From an optimization exercise on the open Yosys and OpenROAD flow, aimed at small area; shortcuts taken in it are not production practice. Only simulation tests tie the RTL to the original design; equivalence was not proved.

## stitch_decode
module stitch_decode (
    input  wire        clk,
    input  wire        rst,
    input  wire [63:0] cfg_desc_a,
    input  wire [63:0] cfg_desc_b,
    input  wire [23:0] cfg_tcorr,
    input  wire [11:0] cfg_phase,
    input  wire [8:0]  cfg_port,
    input  wire [55:0] frame_start,
    input  wire [28:0] frame_len,
    input  wire        cast_on,
    input  wire        in_valid,
    input  wire [1:0]  in_sync,
    input  wire [63:0] in_payload,
    input  wire [51:0] in_arrival,
    input  wire        in_skip1,
    output wire        out_hit1_valid,
    output wire [63:0] out_hit1_word,
    output wire        out_hit2_valid,
    output wire [63:0] out_hit2_word,
    output reg  [28:0] out_ptime,
    output wire        out_close,
    output wire        out_close_hit2,
    output wire        out_sync_err,
    output wire        out_crc_err,
    output wire        out_unknown,
    output wire [1:0]  out_order,
    output wire [1:0]  out_gap,
    output wire [1:0]  out_badchan,
    output reg         out_desc_invalid
);
    function [63:0] shr;
        input [63:0] x;
        input [5:0]  s;
        integer k, j;
        reg [63:0] y;
        begin
            y = x;
            for (k = 5; k >= 0; k = k - 1)
                if (s[k])
                    for (j = 0; j + (1 << k) < 64; j = j + 1)
                        y[j] = y[j + (1 << k)];
            shr = y;
        end
    endfunction
    function [63:0] rotr;
        input [63:0] x;
        input [5:0]  s;
        integer k, j;
        reg [63:0] y;
        reg [63:0] t;
        begin
            y = x;
            for (k = 5; k >= 0; k = k - 1) begin
                t = y;
                if (s[k])
                    for (j = 0; j < 64; j = j + 1)
                        y[j] = t[(j + (1 << k)) % 64];
            end
            rotr = y;
        end
    endfunction
    wire [1:0]  d_mode       = cfg_desc_a[63:62];
  ...
Size: about 4700 cells after synthesis, about 660 flip-flops, about 550 I/O pins, ~43000 um^2 of cells after synthesis.
Settings: LEC_CHECK=0, ABC_AREA=1, CAP_MARGIN=20, CORE_MARGIN=2, CORE_UTILIZATION=50, CTS_BUF_LIST=sky130_fd_sc_hd__clkbuf_8 sky130_fd_sc_hd__clkbuf_16, CTS_CLUSTER_DIAMETER=100, CTS_CLUSTER_SIZE=24, SLEW_MARGIN=20; clock period 25.0 ns.
standard.sh (not shown) runs the stock make flow with config.mk's settings and CLKGATE_MAP_FILE= SYNTH_SCRIPT=/design/flow/synth_recipe.tcl, a recipe that flattens the netlist after the stock synthesis.
==> flow/flow/run.sh <==
#!/bin/bash
# The standard layout (standard.sh) with two changes:
#  - synthesis maps the logic with an area-oriented ABC script
#    (flow/abc_synth.tcl wraps synth_recipe.tcl; registers are untouched)
#  - ports are buffered by sky130_fd_sc_hd__buf_1
set -euo pipefail
here=$(pwd)
sed "s#SYNTH_SCRIPT=[^ ]*synth_recipe.tcl#SYNTH_SCRIPT=$here/flow/abc_synth.tcl#" standard.sh > my_standard.sh
grep -q "SYNTH_SCRIPT=$here/flow/abc_synth.tcl" my_standard.sh
export BUFFER_PORTS_ARGS="-buffer_cell sky130_fd_sc_hd__buf_1"
bash my_standard.sh > standard.log 2>&1
==> flow/flow/abc_area_min.script <==
strash; &get -n; &st; &dch; &nf -a; &put; topo; stime -c; buffer -c; upsize -c; dnsize -c
==> flow/flow/abc_synth.tcl <==
# The standard flow's synthesis (synth_recipe.tcl, beside this flow's folder), with ABC
# mapping the logic by the area-oriented script abc_area_min.script
set flow_dir [file dirname [file normalize [info script]]]
proc abc {args} {
  global flow_dir
  set i [lsearch -exact $args -script]
  if { $i >= 0 } { lset args [expr {$i + 1}] $flow_dir/abc_area_min.script }
  yosys abc {*}$args
}
source [file dirname $flow_dir]/synth_recipe.tcl
Edit:
--- a/flow/design.v
+++ b/flow/design.v
@@ -294,30 +294,54 @@
     wire [53:0] td1_s;
     rc_add u_td1_s (.a({25'd0, a1l_s[27:0]}), .b({25'h1FF_FFFF, ~d1}), .ci(1'b1), .s(td1_s));
     wire [53:0] td2_s;
     rc_add u_td2_s (.a({25'd0, a1l_s[27:0]}), .b({25'h1FF_FFFF, ~d2}), .ci(1'b1), .s(td2_s));
     wire [51:0] tdev1 = {td1_s[28] ? A1h_dec : A1h, td1_s[27:0]};
     wire [51:0] tdev2 = {td2_s[28] ? A1h_dec : A1h, td2_s[27:0]};
-    wire [23:0] s16h_inc;
-    rc_step u_s16i (.x({1'b0, s16[51:29]}), .up(1'b1), .y(s16h_inc));
-    wire [51:0] s16p = {s16h_inc[22:0], s16[28:0]};    
     wire [53:0] tf1_s;
-    rc_add u_tf1_s (.a({24'd0, tdev1[28:0]}), .b({24'd0, ~s16[28:0]}), .ci(1'b1), .s(tf1_s));
+    rc_add u_tf1_s (.a({25'd0, tdev1[27:0]}), .b({25'd0, ~s16[27:0]}), .ci(1'b1), .s(tf1_s));
     wire [53:0] tf2_s;
-    rc_add u_tf2_s (.a({24'd0, tdev2[28:0]}), .b({24'd0, ~s16[28:0]}), .ci(1'b1), .s(tf2_s));
-    wire [28:0] tf1   = tf1_s[28:0];
-    wire [28:0] tf2   = tf2_s[28:0];
-    wire        gap1, gap2, big1n, big2n, lt1L, lt2L;
-    rc_lt u_gap1  (.a({1'b0, tdev1}), .b({1'b0, s16}),  .lt(gap1));
-    rc_lt u_gap2  (.a({1'b0, tdev2}), .b({1'b0, s16}),  .lt(gap2));
-    rc_lt u_big1  (.a({1'b0, tdev1}), .b({1'b0, s16p}), .lt(big1n));
-    rc_lt u_big2  (.a({1'b0, tdev2}), .b({1'b0, s16p}), .lt(big2n));
-    rc_lt u_lt1L  (.a({24'd0, tf1}), .b({24'd0, frame_len}), .lt(lt1L));
-    rc_lt u_lt2L  (.a({24'd0, tf2}), .b({24'd0, frame_len}), .lt(lt2L));
-    wire        cl1   = !big1n || !lt1L;
-    wire        cl2   = !big2n || !lt2L;
+    rc_add u_tf2_s (.a({25'd0, tdev2[27:0]}), .b({25'd0, ~s16[27:0]}), .ci(1'b1), .s(tf2_s));
+    wire [27:0] tf1   = tf1_s[27:0];
+    wire [27:0] tf2   = tf2_s[27:0];
+    wire [53:0] y_s;
+    rc_add u_y (.a({29'd0, ah}), .b({29'h1FFF_FFFF, ~s16[51:28]}), .ci(1'b1), .s(y_s));
+    wire [24:0] Y     = y_s[24:0];
+    wire        y_neg = Y[24];
+    wire        y_sm  = !y_neg && (Y[23:2] == 22'd0);
+    wire        y_m1  = (Y == 25'h1FF_FFFF);
+    wire        y_0   = y_sm && (Y[1:0] == 2'd0);
+    wire        y_1   = y_sm && (Y[1:0] == 2'd1);
+    wire        y_2   = y_sm && (Y[1:0] == 2'd2);
+    wire        y_3   = y_sm && (Y[1:0] == 2'd3);
+    wire        dA_p  = (corr[25] != a1_c) && a1_c;
+    wire        dA_m  = (corr[25] != a1_c) && !a1_c;
+    wire [2:0]  c1    = {2'd0, td1_s[28]} + {2'd0, !tf1_s[28]} + {2'd0, dA_m} - {2'd0, dA_p};
+    wire [2:0]  c2    = {2'd0, td2_s[28]} + {2'd0, !tf2_s[28]} + {2'd0, dA_m} - {2'd0, dA_p};
+    reg         gap1, gap2, hz1, hz2;
+    always @(*) begin
+        case (c1)
+            3'd7:    begin gap1 = y_neg && !y_m1;             hz1 = y_m1; end
+            3'd0:    begin gap1 = y_neg;                      hz1 = y_0;  end
+            3'd1:    begin gap1 = y_neg || y_0;               hz1 = y_1;  end
+            3'd2:    begin gap1 = y_neg || y_0 || y_1;        hz1 = y_2;  end
+            default: begin gap1 = y_neg || y_0 || y_1 || y_2; hz1 = y_3;  end
+        endcase
+        case (c2)
+            3'd7:    begin gap2 = y_neg && !y_m1;             hz2 = y_m1; end
+            3'd0:    begin gap2 = y_neg;                      hz2 = y_0;  end
+            3'd1:    begin gap2 = y_neg || y_0;               hz2 = y_1;  end
+            3'd2:    begin gap2 = y_neg || y_0 || y_1;        hz2 = y_2;  end
+            default: begin gap2 = y_neg || y_0 || y_1 || y_2; hz2 = y_3;  end
+        endcase
+    end
+    wire        lt1L, lt2L;
+    rc_lt u_lt1L  (.a({25'd0, tf1}), .b({24'd0, frame_len}), .lt(lt1L));
+    rc_lt u_lt2L  (.a({25'd0, tf2}), .b({24'd0, frame_len}), .lt(lt2L));
+    wire        cl1   = !hz1 || !lt1L;
+    wire        cl2   = !hz2 || !lt2L;
     reg         open;      
     reg         pt_any;    
     reg  [51:0] pt_dev;    
     wire        ord1_pt, ord2_pt, d1_lt_d2;
     rc_lt u_ord1 (.a({1'b0, tdev1}), .b({1'b0, pt_dev}), .lt(ord1_pt));
     rc_lt u_ord2 (.a({1'b0, tdev2}), .b({1'b0, pt_dev}), .lt(ord2_pt));
@@ -375,13 +399,13 @@
                 else if (cl2)  e2 = 3'd3;
                 else           e2 = {1'b1, pass1 && !d1_lt_d2, !ok2};
             end
         end
     end
     localparam W = 1 + 3 + 3 + 28 + 28 + 12 + 12 + 7 + 7;
-    wire [W-1:0] st1 = {b_cast, e1, e2, tf1[27:0], tf2[27:0], val1, val2, ch1, ch2};
+    wire [W-1:0] st1 = {b_cast, e1, e2, tf1, tf2, val1, val2, ch1, ch2};
     reg  [W-1:0] st2, st3, st4, st5;
     always @(posedge clk) begin
         st2 <= st1;
         st3 <= st2;
         st4 <= st3;
     end
Outcome:
- clock skew falls by 0.0080 ns
- worst setup slack improves by 2.0 ns
- wire length falls by a few percent
- utilization hardly moves
- via count falls by a few percent
- design area falls by a few percent
- critical path depth falls by 4

## what the ideal ports hide
In the flow no input, the clock included, has a driving cell. The finished layouts below were timed again as built, in two steps.
Step 1 sets driving cells, clkbuf_16 on the clock port and buf_2 on the other inputs (assumed; they add their load-dependent delay and slew).
Step 2 times the ports against the registers' clock, not the clock port: input delays grow and output delays shrink by t, the midpoint of the rising clock arrivals with the driver on.
a / b / c = ideal / step 1 / step 2; a / b = the first two.
run | t (ns) | slack for setup (ns) | worst slew at a driven data input, ns | pins driven straight from the clock port
the first run | 0.645 | 3.291 / 3.291 / 3.291 | 0.15 | 1
the second run | 0.647 | 5.269 / 5.269 / 5.084 | 0.14 | 1
After both steps setup and hold are still met in every run listed. The setup slack of the second run, which loses most, moves by 0.000 ns with the drivers and by -0.185 ns with both steps.
